What follows belongs to an exercise in optimizing a design on an open flow for small area, a short achievable clock period and few clock cycles per item; a production flow would make more cautious choices.
The RTL was checked by simulation tests, not by an equivalence proof against the original design.

--- flow/run.sh ---
#!/bin/bash
# synth_recipe.tcl (not shown) runs the flow's synth.tcl, then flattens the netlist and writes it again
# the make line also repeats each setting of config.mk as NAME=value (left out here)
make -C /OpenROAD-flow-scripts/flow DESIGN_CONFIG=/design/flow/config.mk WORK_HOME=/design/flow/orfs CLKGATE_MAP_FILE= SYNTH_SCRIPT=/design/flow/synth_recipe.tcl finish
--- flow/config.mk ---
export PLATFORM = sky130hd
export DESIGN_NAME = tile_alu
export DESIGN_NICKNAME = tile_alu
export VERILOG_FILES = /design/flow/design.v
export SDC_FILE = /design/flow/constraint.sdc
export NUM_CORES = 4
export LEC_CHECK = 0
export CAP_MARGIN = 20
export CORE_MARGIN = 2
export CORE_UTILIZATION = 25
export PLACE_DENSITY = 0.4
export SLEW_MARGIN = 20
--- flow/constraint.sdc ---
create_clock -name core_clock -period 24.0 [get_ports {clk}]
set_input_delay 4.8000 -clock core_clock [delete_from_list [all_inputs] [get_ports {clk}]]
set_output_delay 4.8000 -clock core_clock [all_outputs]
set_load 0.01 [all_outputs]
--- flow/design.v ---
module tile_alu (
    input  wire        clk,
    input  wire        rst,
    input  wire        in_valid,
    output wire        in_ready,
    input  wire        in_first,      
    input  wire [7:0]  in_op,
    input  wire [1:0]  in_mod,
    input  wire [17:0] in_srca,       
    input  wire [17:0] in_srcb,       
    input  wire [39:0] in_a,          
    input  wire        in_at,
    input  wire [39:0] in_b,          
    input  wire        in_bt,
    input  wire [39:0] in_hi,         
    input  wire        in_ht,
    input  wire [39:0] in_d,          
    input  wire        in_dt,
    output reg         out_valid,
    output reg         out_wr,        
    output reg  [39:0] out_res,       
    output reg         out_t,         
    output reg         out_sat,       
    output reg         out_chk,       
    output reg         out_c,         
    output reg         out_ct         
);
    localparam [7:0] OP_NOP = 8'h01, OP_MOV = 8'h02, OP_ADD = 8'h03, OP_SUB = 8'h04,
                     OP_MIN = 8'h05, OP_MAX = 8'h06, OP_ABS = 8'h07, OP_NEG = 8'h08,
                     OP_CLAMP = 8'h09, OP_SEL = 8'h0A, OP_CMPLT = 8'h0B, OP_CMPLE = 8'h0C,
                     OP_SHL = 8'h10, OP_SHR = 8'h11, OP_LDI = 8'h18,
                     OP_MACZ = 8'h20, OP_MAC = 8'h21, OP_MSU = 8'h22, OP_ACCST = 8'h23,
                     OP_MULS32 = 8'h24, OP_INTEG = 8'h28, OP_CHK = 8'h38;
    localparam signed [39:0] MAX40 = 40'sh7F_FFFF_FFFF;
    localparam signed [39:0] MIN40 = 40'sh80_0000_0000;
    localparam signed [87:0] MAX88 = {1'b0, {87{1'b1}}};
    localparam signed [87:0] MIN88 = {1'b1, {87{1'b0}}};
    reg signed [87:0] acc;
    reg               acc_t;
    reg               c;
    reg               c_t;
    assign in_ready = 1'b1;
    wire signed [87:0] acc_cur   = in_first ? 88'sd0 : acc;
    wire               acc_t_cur = in_first ? 1'b0 : acc_t;
    wire               c_cur     = in_first ? 1'b0 : c;
    wire               c_t_cur   = in_first ? 1'b0 : c_t;
    wire signed [39:0] a_in = in_a;
    wire               uses_a  = (in_op != OP_NOP) && (in_op != OP_LDI) && (in_op != OP_ACCST);
    wire               mod_neg = uses_a && (in_mod == 2'b01);
    wire               a_is_min = (a_in == MIN40);
    wire signed [39:0] a_negsat = a_is_min ? MAX40 : -a_in;
    wire signed [39:0] a  = mod_neg ? a_negsat : a_in;
    wire               sat_mod = mod_neg && a_is_min;
    wire signed [39:0] b  = in_b;
    wire signed [39:0] hi = in_hi;
    wire signed [39:0] d  = in_d;
    wire signed [40:0] sum41  = {a[39], a} + {b[39], b};
    wire signed [40:0] diff41 = {a[39], a} - {b[39], b};
    wire               sum_ovf  = sum41[40] != sum41[39];
    wire               diff_ovf = diff41[40] != diff41[39];
    wire signed [39:0] sum_sat  = sum_ovf  ? (sum41[40]  ? MIN40 : MAX40) : sum41[39:0];
    wire signed [39:0] diff_sat = diff_ovf ? (diff41[40] ? MIN40 : MAX40) : diff41[39:0];
    wire               a2_is_min = (a == MIN40);
    wire signed [39:0] neg_sat = a2_is_min ? MAX40 : -a;
    wire signed [39:0] abs_sat = a[39] ? neg_sat : a;
    wire               a_lt_b = a < b;
    wire               a_le_b = a <= b;
    wire signed [39:0] min_ab = a_lt_b ? a : b;
    wire signed [39:0] max_ab = a_lt_b ? b : a;
    wire               bounds_bad = b > hi;
    wire signed [39:0] clamp_lo  = (a < b) ? b : a;
    wire signed [39:0] clamp_res = bounds_bad ? hi : ((clamp_lo > hi) ? hi : clamp_lo);
    wire signed [40:0] integ41  = {d[39], d} + {a[39], a};
    wire               integ_ovf = integ41[40] != integ41[39];
    wire signed [39:0] integ_x  = integ_ovf ? (integ41[40] ? MIN40 : MAX40) : integ41[39:0];
    wire signed [39:0] integ_lo = (integ_x < b) ? b : integ_x;
    wire signed [39:0] integ_v  = bounds_bad ? hi : ((integ_lo > hi) ? hi : integ_lo);
    wire               integ_c  = integ_v != integ_x;
    wire [40:0]        chk_abs  = diff41[40] ? -diff41 : diff41;   
    wire signed [41:0] chk_absx = {1'b0, chk_abs};
    wire signed [41:0] chk_tol  = {{2{d[39]}}, d};
    wire               chk_fail = in_at | in_bt | in_dt | (chk_absx > chk_tol);
    wire [5:0]         sh_n = in_srcb[5:0];
    wire signed [79:0] shl_wide = {{40{a[39]}}, a} <<< sh_n;
    wire               shl_ovf  = (shl_wide[79:39] != {41{1'b0}}) && (shl_wide[79:39] != {41{1'b1}});
    wire signed [39:0] shl_sat  = shl_ovf ? (shl_wide[79] ? MIN40 : MAX40) : shl_wide[39:0];
    wire signed [40:0] shr_ext   = {a, 1'b0};
    wire signed [40:0] shr_sh    = shr_ext >>> sh_n;
    wire [40:0]        shr_mask  = ~({41{1'b1}} << sh_n);
    wire               shr_guard = shr_sh[0];
    wire               shr_stick = |(shr_ext & shr_mask);
    wire signed [39:0] shr_q     = shr_sh[40:1];
    wire signed [39:0] shr_res   = shr_q + {39'd0, shr_guard & (shr_stick | shr_q[0])};
    wire signed [35:0] ldi_imm  = {in_srca, in_srcb};
    wire signed [47:0] ldi_wide = {{12{ldi_imm[35]}}, ldi_imm} <<< {in_mod, 2'b00};
    wire               ldi_ovf  = (ldi_wide[47:39] != {9{1'b0}}) && (ldi_wide[47:39] != {9{1'b1}});
    wire signed [39:0] ldi_sat  = ldi_ovf ? (ldi_wide[47] ? MIN40 : MAX40) : ldi_wide[39:0];
    wire signed [79:0] prod = a * b;
    wire signed [88:0] prod89 = {{9{prod[79]}}, prod};
    wire signed [88:0] acc89  = {acc_cur[87], acc_cur};
    wire signed [88:0] mac89  = acc89 + prod89;
    wire signed [88:0] msu89  = acc89 - prod89;
    wire               mac_ovf = mac89[88] != mac89[87];
    wire               msu_ovf = msu89[88] != msu89[87];
    wire signed [87:0] mac_sat = mac_ovf ? (mac89[88] ? MIN88 : MAX88) : mac89[87:0];
    wire signed [87:0] msu_sat = msu_ovf ? (msu89[88] ? MIN88 : MAX88) : msu89[87:0];
    wire signed [47:0] muls_q     = prod[79:32];
    wire               muls_guard = prod[31];
    wire               muls_stick = |prod[30:0];
    wire signed [48:0] muls_r     = {muls_q[47], muls_q} + {48'd0, muls_guard & (muls_stick | muls_q[0])};
    wire               muls_ovf   = (muls_r[48:39] != {10{1'b0}}) && (muls_r[48:39] != {10{1'b1}});
    wire signed [39:0] muls_sat   = muls_ovf ? (muls_r[48] ? MIN40 : MAX40) : muls_r[39:0];
    wire [6:0]         acs_n     = in_srcb[6:0];
    wire signed [88:0] acs_ext   = {acc_cur, 1'b0};
    wire signed [88:0] acs_sh    = acs_ext >>> acs_n;
    wire [88:0]        acs_mask  = ~({89{1'b1}} << acs_n);
    wire               acs_guard = acs_sh[0];
    wire               acs_stick = |(acs_ext & acs_mask);
    wire signed [87:0] acs_q     = acs_sh[88:1];
    wire signed [87:0] acs_r     = acs_q + {87'd0, acs_guard & (acs_stick | acs_q[0])};
    wire               acs_ovf   = (acs_r[87:39] != {49{1'b0}}) && (acs_r[87:39] != {49{1'b1}});
    wire signed [39:0] acs_sat   = acs_ovf ? (acs_r[87] ? MIN40 : MAX40) : acs_r[39:0];
    reg               n_wr;
    reg signed [39:0] n_res;
    reg               n_t;
    reg               n_sat;
    reg               n_chk;
    reg               n_c, n_ct;
    reg signed [87:0] n_acc;
    reg               n_acc_t;
    always @* begin
        n_wr    = 1'b0;
        n_res   = 40'sd0;
        n_t     = 1'b0;
        n_sat   = sat_mod;
        n_chk   = 1'b0;
        n_c     = c_cur;
        n_ct    = c_t_cur;
        n_acc   = acc_cur;
        n_acc_t = acc_t_cur;
        case (in_op)
            OP_MOV:    begin n_wr = 1'b1; n_res = a; n_t = in_at; end
            OP_ADD:    begin n_wr = 1'b1; n_res = sum_sat;  n_t = in_at | in_bt; n_sat = sat_mod | sum_ovf; end
            OP_SUB:    begin n_wr = 1'b1; n_res = diff_sat; n_t = in_at | in_bt; n_sat = sat_mod | diff_ovf; end
            OP_MIN:    begin n_wr = 1'b1; n_res = min_ab; n_t = in_at | in_bt; end
            OP_MAX:    begin n_wr = 1'b1; n_res = max_ab; n_t = in_at | in_bt; end
            OP_ABS:    begin n_wr = 1'b1; n_res = abs_sat; n_t = in_at; n_sat = sat_mod | (a[39] & a2_is_min); end
            OP_NEG:    begin n_wr = 1'b1; n_res = neg_sat; n_t = in_at; n_sat = sat_mod | a2_is_min; end
            OP_CLAMP:  begin n_wr = 1'b1; n_res = clamp_res; n_t = in_at | in_bt | in_ht; end
            OP_SEL:    begin
                           n_wr  = 1'b1;
                           n_res = c_cur ? a : b;
                           n_t   = (c_cur ? in_at : in_bt) | c_t_cur;
                       end
            OP_CMPLT:  begin n_c = a_lt_b; n_ct = in_at | in_bt; end
            OP_CMPLE:  begin n_c = a_le_b; n_ct = in_at | in_bt; end
            OP_SHL:    begin n_wr = 1'b1; n_res = shl_sat; n_t = in_at; n_sat = sat_mod | shl_ovf; end
            OP_SHR:    begin n_wr = 1'b1; n_res = shr_res; n_t = in_at; end
            OP_LDI:    begin n_wr = 1'b1; n_res = ldi_sat; n_t = 1'b0; n_sat = ldi_ovf; end
            OP_MACZ:   begin n_acc = {{8{prod[79]}}, prod}; n_acc_t = in_at | in_bt; end
            OP_MAC:    begin n_acc = mac_sat; n_acc_t = acc_t_cur | in_at | in_bt; n_sat = sat_mod | mac_ovf; end
            OP_MSU:    begin n_acc = msu_sat; n_acc_t = acc_t_cur | in_at | in_bt; n_sat = sat_mod | msu_ovf; end
            OP_ACCST:  begin n_wr = 1'b1; n_res = acs_sat; n_t = acc_t_cur; n_sat = acs_ovf; end
            OP_MULS32: begin n_wr = 1'b1; n_res = muls_sat; n_t = in_at | in_bt; n_sat = sat_mod | muls_ovf; end
            OP_INTEG:  begin
                           n_wr  = 1'b1;
                           n_res = integ_v;
                           n_t   = in_dt | in_at | in_bt | in_ht;
                           n_sat = sat_mod | integ_ovf;
                           n_c   = integ_c;
                           n_ct  = in_dt | in_at | in_bt | in_ht;
                       end
            OP_CHK:    begin n_chk = chk_fail; end
            default:   begin n_sat = sat_mod; end
        endcase
    end
    always @(posedge clk) begin
        if (rst) begin
            acc       <= 88'sd0;
            acc_t     <= 1'b0;
            c         <= 1'b0;
            c_t       <= 1'b0;
            out_valid <= 1'b0;
            out_wr    <= 1'b0;
            out_res   <= 40'd0;
            out_t     <= 1'b0;
            out_sat   <= 1'b0;
            out_chk   <= 1'b0;
            out_c     <= 1'b0;
            out_ct    <= 1'b0;
        end else begin
            out_valid <= in_valid;
            if (in_valid) begin
                acc     <= n_acc;
                acc_t   <= n_acc_t;
                c       <= n_c;
                c_t     <= n_ct;
                out_wr  <= n_wr;
                out_res <= n_res;
                out_t   <= n_t;
                out_sat <= n_sat;
                out_chk <= n_chk;
                out_c   <= n_c;
                out_ct  <= n_ct;
            end
        end
    end
endmodule
==> run notes <==
-- worst max-delay path, delay by kind of cell --
kind | cells | cell delay, ps
AOI/OAI and AO/OA | 16 | 5070
xor gates and xnor gates | 1 | 230
adders and majority gates | 13 | 4770
buffers and inverters | 16 | 3760
and+or+nand+nor | 13 | 5370
-- worst paths after layout --
check | start | endpoint | depth (start not counted)
max | in_a[0] | acc[80] | 59
min | acc_t | acc_t | 2
max reg2reg | acc[87] | out_res[17] | 20
min reg2reg | acc_t | acc_t | 2
-- through the flow --
step	utilization	area [um2]	worst slack (ps)	hold WS, ps
floorplan	-	114000	4100	454
global placement	0.278	126000	34.1	474
detailed placement	0.278	127000	492	478
CTS	0.279	127000	997	497
global route	0.280	127000	67.0	527
finish	0.280	127000	345	502
-- per-layer routing --
| metal | routed length, um | global-route usage | vias to the layer above |
|---|---|---|---|
| li1 | - | - | 51200 |
| met2 | 346000 | 0.518 | 7335 |
| met5 | 217 | 0 | - |
| met1 | 336000 | 0.448 | 64400 |
| met3 | 75700 | 0.0809 | 1729 |
| met4 | 70300 | 0.235 | 32 |
-- final cells by class --
class                           instances  area, um2  area share
Multi-Input combinational cell      11900     100000       0.789
Timing Repair Buffer                 1000       8130      0.0638
Inverter                             2080       7820      0.0614
Tap cell                             6000       7510      0.0589
Sequential cell                       136       2720      0.0214
Clock buffer                           17        425     0.00334
Clock inverter                         15        176     0.00138
Antenna cell                           49        123    0.000963
-- flip-flops by register name, indices dropped and copies added (netlist names) --
signal	flops
out_res	40
out_ct	1
acc	88
out_c	1
acc_t	1
out_chk	1
out_t	1
out_sat	1
out_valid	1
out_wr	1
-- cells in the final DEF (no fill, tap or decap), types with 75 or more instances in the layout --
master / instances
a211oi_1: 126
a21o_1: 226
a21oi_1: 1032
a221oi_1: 97
a31oi_1: 120
and2_1: 103
and3_1: 88
buf_4: 727
clkdlybuf4s50_1: 215
dfxtp_1: 136
fa_1: 1694
ha_1: 757
inv_1: 2024
mux2_2: 79
mux2i_1: 204
mux4_2: 85
nand2_1: 1550
nand2b_1: 91
nand3_1: 227
nand4_1: 162
nor2_1: 1500
nor2b_1: 161
nor3_1: 268
nor4_1: 99
o211ai_1: 104
o21a_1: 83
o21ai_0: 765
o21ai_1: 75
o21bai_1: 106
o221ai_1: 76
o22ai_1: 175
or3_1: 93
xnor2_1: 452
xor2_1: 117
-- cell families (layout without fill, tap and decap cells) --
family,count (synthesis),after routing,synth area share
flops,136,136,0.0239
simple gates,4650,4650,0.186
xor+xnor,592,592,0.0458
mux,369,369,0.0426
buf+inv,3069,3112,0.103
other cells,1,50,0.0000329
compound gates,3791,3791,0.217
fa+ha+maj,2468,2468,0.382
==> impl_metrics.env <==
export IMPL_coreArea_um2=455000
export IMPL_synth_async_reset_ratio=0
export IMPL_yosys_area_top_type="fa_1"
export IMPL_io_pins=262
export IMPL_setup_violations=0
export IMPL_path_clk_slew_ps=80
export IMPL_drtIter0Drc=16600
export IMPL_syn_area_um2=114000
export IMPL_start_util=0.251
export IMPL_cts_max_level=4
export IMPL_yosys_cell_types_count=121
export IMPL_status="no timing/DRC/antenna violations"
export IMPL_skew_ps=37.3
export IMPL_yosysSeqAreaShare=0.0239
export IMPL_postSynthCellCount=15100
export IMPL_die_h_um=680
export IMPL_antenna_found_initial=93
export IMPL_cap_violations=0
export IMPL_root_buffer="clkbuf_16"
export IMPL_min_period_over_period=0.986
export IMPL_min_period_ps=23660
export IMPL_cts_made_buffers=17
export IMPL_clkLatencyLatePin_ps=560
export IMPL_syn_avg_cell_area_um2=7.57
export IMPL_synth_edf_count=0
export IMPL_place_congestion=1.09
export IMPL_drv_slew=0
export IMPL_hp_class="flip-flop to flip-flop"
export IMPL_cts_tree="done"
export IMPL_crit_arrival_ps=24120
export IMPL_synth_ff_latch_count=136
export IMPL_area_delta_synth_final_pct=11.6
export IMPL_wl_mm=828
export IMPL_stdcell_count=21200
export IMPL_yosysWarnings=1
export IMPL_dieWidth_um=680
export IMPL_tns_ps=0
export IMPL_drive_above_1_share=0.0857
export IMPL_post_cts_buffers=0
export IMPL_crit_slowest_cell="a211oi_1"
export IMPL_vias=125000
export IMPL_worst_slew_pin_slew_ps=1370
export IMPL_grt_max_degree=100
export IMPL_grt_usage=0.349
export IMPL_cts_resized=0
export IMPL_finalNetCount=17800
export IMPL_rows=248
export IMPL_path_max_fanout=21
export IMPL_critPathLaunchType="primary input"
export IMPL_globalRoute_totalOverflow=0
export IMPL_grt_pass1_vias=122000
export IMPL_yosysMostFrequentCell="inv_1"
export IMPL_die_area_um2=462000
export IMPL_wire_per_inst_um=39.1
export IMPL_slowest_delay_ps=990
export IMPL_synthFlopType="dfxtp_1"
export IMPL_worst_setup_path_type="primary input to flip-flop"
export IMPL_synth_area_top_cells="fa_1 30%, ha_1 8.3%, inv_1 6.7%, nand2_1 5.1%, nor2_1 5.1%"
export IMPL_ant_nets=0
export IMPL_reg2reg_slack_ps=13940
export IMPL_synth_fp_nets=17700
export IMPL_ctsHoldBuffers=0
export IMPL_clockBufferDepth=2
export IMPL_yosys_area_top_type_share=0.297
export IMPL_drc=0
export IMPL_max_slew_margin=0.0599
export IMPL_max_freq_mhz=42.3
export IMPL_synth_top_cells_by_count="2047 x inv_1, 1694 x fa_1, 1555 x nand2_1"
export IMPL_nFillCells=50300
export IMPL_dr_pass1_iters=9
export IMPL_hpwl_mm=681
export IMPL_grt_pass1_wl_mm=1110
export IMPL_endpoint_kind="flip-flop"
export IMPL_hold_viol=0
export IMPL_dpl_cell_count=21100
export IMPL_port_buffers=260
export IMPL_critPathRequiredTime_ps=24460
export IMPL_rsz0062_at_grt="no"
export IMPL_viasPerCell=5.89
export IMPL_cts_sinks=136
Testbench counts, summed over its fixed seeds: cycles 160,008, slots 160,000.

## separate check: timing with driven ports
How much do the figures lean on ideal ports? The routed layout below was timed once more, with nothing changed but the port constraints. Step 1 sets driving cells, clkbuf_16 on the clock port and buf_2 on the other inputs (assumed; they add their load-dependent delay and slew). Step 2 times the ports against the registers' clock, not the clock port: input delays grow and output delays shrink by t, the midpoint of the rising clock arrivals with the driver on. Three values: no drivers, after step 1, after step 2; two values: the first two.
t, ns: 0.613
setup slack, ns: 0.345 / 0.383 / -0.230
latest minus earliest clock arrival (ns): 0.038 / 0.038
worst data-port slew with drivers (ns): 0.21
cell pins on the clock port's net: 1
With both steps, setup timing fails in this run, where it was met with ideal ports. For this run, drivers alone change the setup slack by +0.038 ns; drivers and shift together by -0.575 ns.
